Context: an optimization exercise on an open-source flow, tuned for small area, a short achievable clock period and few clock cycles per item. The choices shown serve that exercise and are no tape-out recipe. The RTL was checked by simulation tests, not by an equivalence proof against the original design. No activity file was given, so power comes from the tool's default toggle rates.

==> inputs of nickel <==
Design loop_alu, start of the top module:
module loop_alu (
    input  wire        clk,
    input  wire        rst,
    input  wire        in_valid,
    output wire        in_ready,
    input  wire [7:0]  opc,
    input  wire [15:0] param,
    input  wire [31:0] sa,
    input  wire [31:0] sb,
    input  wire [31:0] sc,
    input  wire [31:0] dv,
    input  wire [63:0] st,
    output reg         out_valid,
    output reg  [31:0] res,
    output reg  [63:0] st_out,
    output reg  [3:0]  flags       
);
    localparam OP_NOP   = 8'h00, OP_MOV  = 8'h01, OP_IN   = 8'h02, OP_OUT  = 8'h03,
               OP_ADD   = 8'h04, OP_SUB  = 8'h05, OP_NEG  = 8'h06, OP_ABS  = 8'h07,
               OP_MUL   = 8'h08, OP_MULK = 8'h09, OP_MAC  = 8'h0A, OP_SHIFT= 8'h0B,
               OP_LIM   = 8'h0C, OP_DBND = 8'h0D, OP_SEL  = 8'h0E, OP_CMP  = 8'h0F,
               OP_HOLD  = 8'h10, OP_RAMP = 8'h11, OP_FILT = 8'h12, OP_DER  = 8'h15,
               OP_INT   = 8'h16, OP_SQRT = 8'h1A;
    localparam [31:0] MAX32 = 32'h7FFF_FFFF;
    localparam [31:0] MIN32 = 32'h8000_0000;
    localparam [63:0] MAX64 = 64'h7FFF_FFFF_FFFF_FFFF;
    localparam [63:0] MIN64 = 64'h8000_0000_0000_0000;
    reg        rdy;         
    reg        v1;          
    reg        fa1;         
    reg        ad_s1;       
    reg        ad_m1;       
    reg        ar_add1, ar_sub1, ar_neg1, ar_abs1, ar_der1, ar_flt1;    
    reg        cl_cmp1, cl_ramp1, cl_dbnd1, cl_lim1, cl_sel1;            
    reg        sq1;         
    reg [7:0]  opc1;
    reg [15:0] prm1;
    reg [32:0] a1;          
    reg [33:0] b1;          
    reg [31:0] c1, d1;      
    reg [63:0] s1;
    assign in_ready = rdy;
    wire accept = in_valid & rdy & ~rst;
    wire in_filt  = opc == OP_FILT;
    wire in_sqpos = (opc == OP_SQRT) & ~sa[31] & (|sa[30:0]);
    wire [33:0] b_in = (opc == OP_MULK) ? {{17{param[15]}}, param, 1'b0} :
                       in_filt          ? {2'b00, param, 16'h0000} :
                       (opc == OP_INT)  ? {sb, 2'b00} : {{2{sb[31]}}, sb};
    wire is_mov  = opc1 == OP_MOV;
    wire is_in   = opc1 == OP_IN;
    wire is_out  = opc1 == OP_OUT;
    wire is_add  = opc1 == OP_ADD;
    wire is_sub  = opc1 == OP_SUB;
    wire is_neg  = opc1 == OP_NEG;
    wire is_abs  = opc1 == OP_ABS;
    wire is_mul  = opc1 == OP_MUL;
    wire is_mulk = opc1 == OP_MULK;
    wire is_mac  = opc1 == OP_MAC;
  ...
export LEC_CHECK = 0
export CAP_MARGIN = 30
export CORE_MARGIN = 2
export CORE_UTILIZATION = 30
export SETUP_SLACK_MARGIN = 0.5
export SLEW_MARGIN = 30
create_clock -name core_clock -period 24.0 [get_ports {clk}]
standard.sh (not shown) runs the stock make flow with config.mk's settings and CLKGATE_MAP_FILE= SYNTH_SCRIPT=/design/flow/synth_recipe.tcl, a recipe that flattens the netlist after the stock synthesis.
==> flow/flow/run.sh <==
#!/bin/bash
# The standard layout (the standard.sh, unchanged synthesis and steps); only the
# timing-repair passes aim for extra setup slack, so they work on paths that already meet
# the design's clock period.  Each make run's output goes to its own log here.
set -euo pipefail
bash standard.sh synth > synth.log 2>&1
bash standard.sh SETUP_SLACK_MARGIN=18 finish > finish.log 2>&1
==> maple: changes against nickel <==
--- a/flow/design.v
+++ b/flow/design.v
@@ -26,17 +26,17 @@
     localparam [63:0] MAX64 = 64'h7FFF_FFFF_FFFF_FFFF;
     localparam [63:0] MIN64 = 64'h8000_0000_0000_0000;
     reg        rdy;         
     reg        v1;          
     reg        fa1;         
     reg        ad_s1;       
     reg        ad_m1;       
     reg        ar_add1, ar_sub1, ar_neg1, ar_abs1, ar_der1, ar_flt1;    
-    reg        cl_cmp1, cl_ramp1, cl_dbnd1, cl_lim1, cl_sel1;            
+    reg        cl_cmp1, cl_ramp1, cl_dbnd1, cl_lim1;                     
     reg        sq1;         
     reg [7:0]  opc1;
     reg [15:0] prm1;
     reg [32:0] a1;          
     reg [33:0] b1;          
     reg [31:0] c1, d1;      
     reg [63:0] s1;
     assign in_ready = rdy;
@@ -98,17 +98,16 @@
             ar_neg1 <= opc == OP_NEG;
             ar_abs1 <= opc == OP_ABS;
             ar_der1 <= opc == OP_DER;
             ar_flt1 <= in_filt;
             cl_cmp1 <= (opc == OP_LIM) | (opc == OP_SEL) | (opc == OP_CMP);
             cl_ramp1 <= opc == OP_RAMP;
             cl_dbnd1 <= opc == OP_DBND;
             cl_lim1 <= opc == OP_LIM;
-            cl_sel1 <= opc == OP_SEL;
             a1   <= in_filt ? {1'b0, st[31:0]} : {sa[31], sa};
             b1   <= b_in;
             s1   <= st;
             sq1  <= in_sqpos;
         end else if (filt_a) begin
             a1   <= ar;                  
         end
         prm1 <= param;
@@ -205,28 +204,30 @@
     wire [34:0] cl_s1  = c1_s + {c1_c[33:0], ~cl_h1c} + 35'd1;
     wire [34:0] cl_s2  = c2_s + {c2_c[33:0], ~cl_l1c} + 35'd1;
     wire        cl_gt  = ~cl_s1[34] & (|cl_s1[33:0]);
     wire        cl_lt  = cl_s2[34];
     wire        cl_z1  = cl_s1 == 35'd0;
     wire        cl_z2  = cl_s2 == 35'd0;
     wire        lt_bc  = $signed(b) < $signed(c);
     wire        c_pos  = ~c[31] & (|c);
-    wire [1:0]  sm     = prm1[1:0];
-    wire        cl_q   = cl_lim1 | cl_ramp1 | cl_dbnd1;
-    wire        cl_sg  = cl_q ? cl_gt : (cl_sel1 & (sm == 2'd3)) & cl_gt & ~cl_lt;
-    wire        cl_sl  = cl_q ? cl_lt : cl_sel1 & ((sm == 2'd3) ? (cl_lt & ~cl_gt) : (sm != 2'd0)) & cl_lt;
-    wire [31:0] bc_lo  = lt_bc ? b : c;       
-    wire [31:0] bc_hi  = lt_bc ? c : b;       
-    wire [31:0] v_gt   = cl_lim1 ? c : cl_ramp1 ? cl_hi[31:0] : cl_dbnd1 ? cl_s1[31:0] : bc_hi;
-    wire [31:0] v_lt   = cl_lim1 ? bc_lo : cl_ramp1 ? cl_lo[31:0] : cl_dbnd1 ? cl_s2[31:0] :
-                         (sm == 2'd1) ? a : (sm == 2'd2) ? b : bc_lo;
-    wire [31:0] v_no   = cl_dbnd1 ? 32'd0 : (cl_q | sm[1]) ? a : (sm == 2'd1) ? b : (c_pos ? a : b);
-    wire [31:0] cl_res = cl_sg ? v_gt : cl_sl ? v_lt : v_no;
+    wire [31:0] lim_res  = cl_gt ? c : cl_lt ? (lt_bc ? b : c) : a;
+    wire [31:0] ramp_res = cl_gt ? cl_hi[31:0] : cl_lt ? cl_lo[31:0] : a;
     wire        lim_flg = prm1[0] & (cl_gt | (cl_lt & ~(~lt_bc & cl_z1)));
+    wire [31:0] dbnd_res = cl_gt ? cl_s1[31:0] : cl_lt ? cl_s2[31:0] : 32'd0;
+    wire [31:0] median = (cl_lt ^ ~cl_gt) ? a : ((cl_lt == lt_bc) ? b : c);
+    reg  [31:0] sel_res;
+    always @(*) begin
+        case (prm1[1:0])
+            2'd0:    sel_res = c_pos ? a : b;
+            2'd1:    sel_res = cl_lt ? a : b;
+            2'd2:    sel_res = cl_lt ? b : a;
+            default: sel_res = median;
+        endcase
+    end
     reg cmp_true;
     always @(*) begin
         case (prm1[2:0])
             3'd0: cmp_true = cl_z2;
             3'd1: cmp_true = ~cl_z2;
             3'd2: cmp_true = cl_lt;
             3'd3: cmp_true = cl_lt | cl_z2;
             3'd4: cmp_true = ~cl_lt & ~cl_z2;
@@ -295,22 +296,22 @@
                          2'd1:    begin r_s = rs_pre; i_s = rs_inc; end
                          2'd2:    begin r_s = rs_pre; i_s = rs_inc; c_s = 1'b1; end
                          default: r_s = fo_an;
                      endcase
             OP_ADD, OP_SUB, OP_NEG, OP_ABS:
                      begin r_s = ar_res; f_s[0] = ar_ovf; end
             OP_SHIFT: if (prm1[5]) begin r_s = rs_pre; i_s = rs_inc; end
                       else begin r_s = ls_res; f_s[0] = ls_ovf; end
-            OP_LIM:  begin r_s = cl_res; f_s[3] = lim_flg; end
-            OP_DBND: r_s = cl_res;
-            OP_SEL:  r_s = cl_res;
+            OP_LIM:  begin r_s = lim_res; f_s[3] = lim_flg; end
+            OP_DBND: r_s = dbnd_res;
+            OP_SEL:  r_s = sel_res;
             OP_CMP:  r_s = cmp_true ? 32'h4000_0000 : 32'h0;
             OP_HOLD: r_s = c_pos ? a : d;
-            OP_RAMP: r_s = cl_res;
+            OP_RAMP: r_s = ramp_res;
             OP_DER:  begin r_s = ls_res; f_s[0] = ls_ovf; end
             OP_SQRT: begin r_s = sq1 ? st0_q : 32'd0; i_s = sq1 & st1_ge; end
             default: ;
         endcase
     end
     reg        o2;                      
     reg        k_mul, k_mac, k_if, k_fa, k_fb;
     reg [65:0] ms2, mc2;
==> flow/flow/run.sh (replaced) <==
#!/bin/bash
# The standard layout (the standard.sh, unchanged synthesis and steps); only the
# timing-repair passes aim for extra setup slack, so they work on paths that already meet
# the design's clock period.  Each make run's output goes to its own log here.
set -euo pipefail
bash standard.sh synth > synth.log 2>&1
bash standard.sh SETUP_SLACK_MARGIN=17 finish > finish.log 2>&1
==> impl_metrics.py <==
metrics = {
    "outcome": {
        "outcome": "finished with violations",
        "so_faults": "antenna rules",
    },
    "placement": {
        "pre_cts_ws_ns": 14.78,
    },
    "route": {
        "antenna_left": 1,
    },
    "power": {
        "ir_worst_vdd_v": 0.000328,
    },
    "clock_network": {
        "clock_sinks": 851,
    },
}
That was maple.
==> impl_metrics.py <==
metrics = {
    "clock_network": {
        "clock_latency_ns": 0.87,
        "clock_sinks": 853,
    },
    "power": {
        "ir_worst_vdd_v": 0.000242,
    },
    "route": {
        "antenna_left": 0,
    },
    "outcome": {
        "outcome": "complete, no violations",
    },
}
That was nickel.
Testbench counts of nickel, summed over its fixed seeds: cycles 36,928, items 32,000.
Testbench counts of maple, summed over its fixed seeds: cycles 36,928, items 32,000.

[what the ideal ports hide]
In the flow no input, the clock included, has a driving cell. The finished layouts below were timed again as built, in two steps. Step 1, drivers: a clkbuf_16 drives clk and a buf_2 each remaining input, both assumed. Step 2 times the ports against the registers' clock, not the clock port: input delays grow and output delays shrink by t, the midpoint of the rising clock arrivals with the driver on. Slacks: ideal / step 1 / step 2; pairs: ideal / step 1.
| run | shift t [ns] | slack for setup (ns) | clock arrival spread, ns | worst data-port slew with drivers (ns) | cell pins on the clock port's net |
|---|---|---|---|---|---|
| nickel | 0.904 | 17.520 / 17.529 / 16.652 | 0.104 / 0.104 | 0.10 | 1 |
| maple | 0.964 | 16.695 / 16.695 / 16.183 | 0.117 / 0.117 | 0.11 | 1 |
For nickel, which loses most, drivers alone change the setup slack by +0.009 ns; drivers and shift together by -0.868 ns.
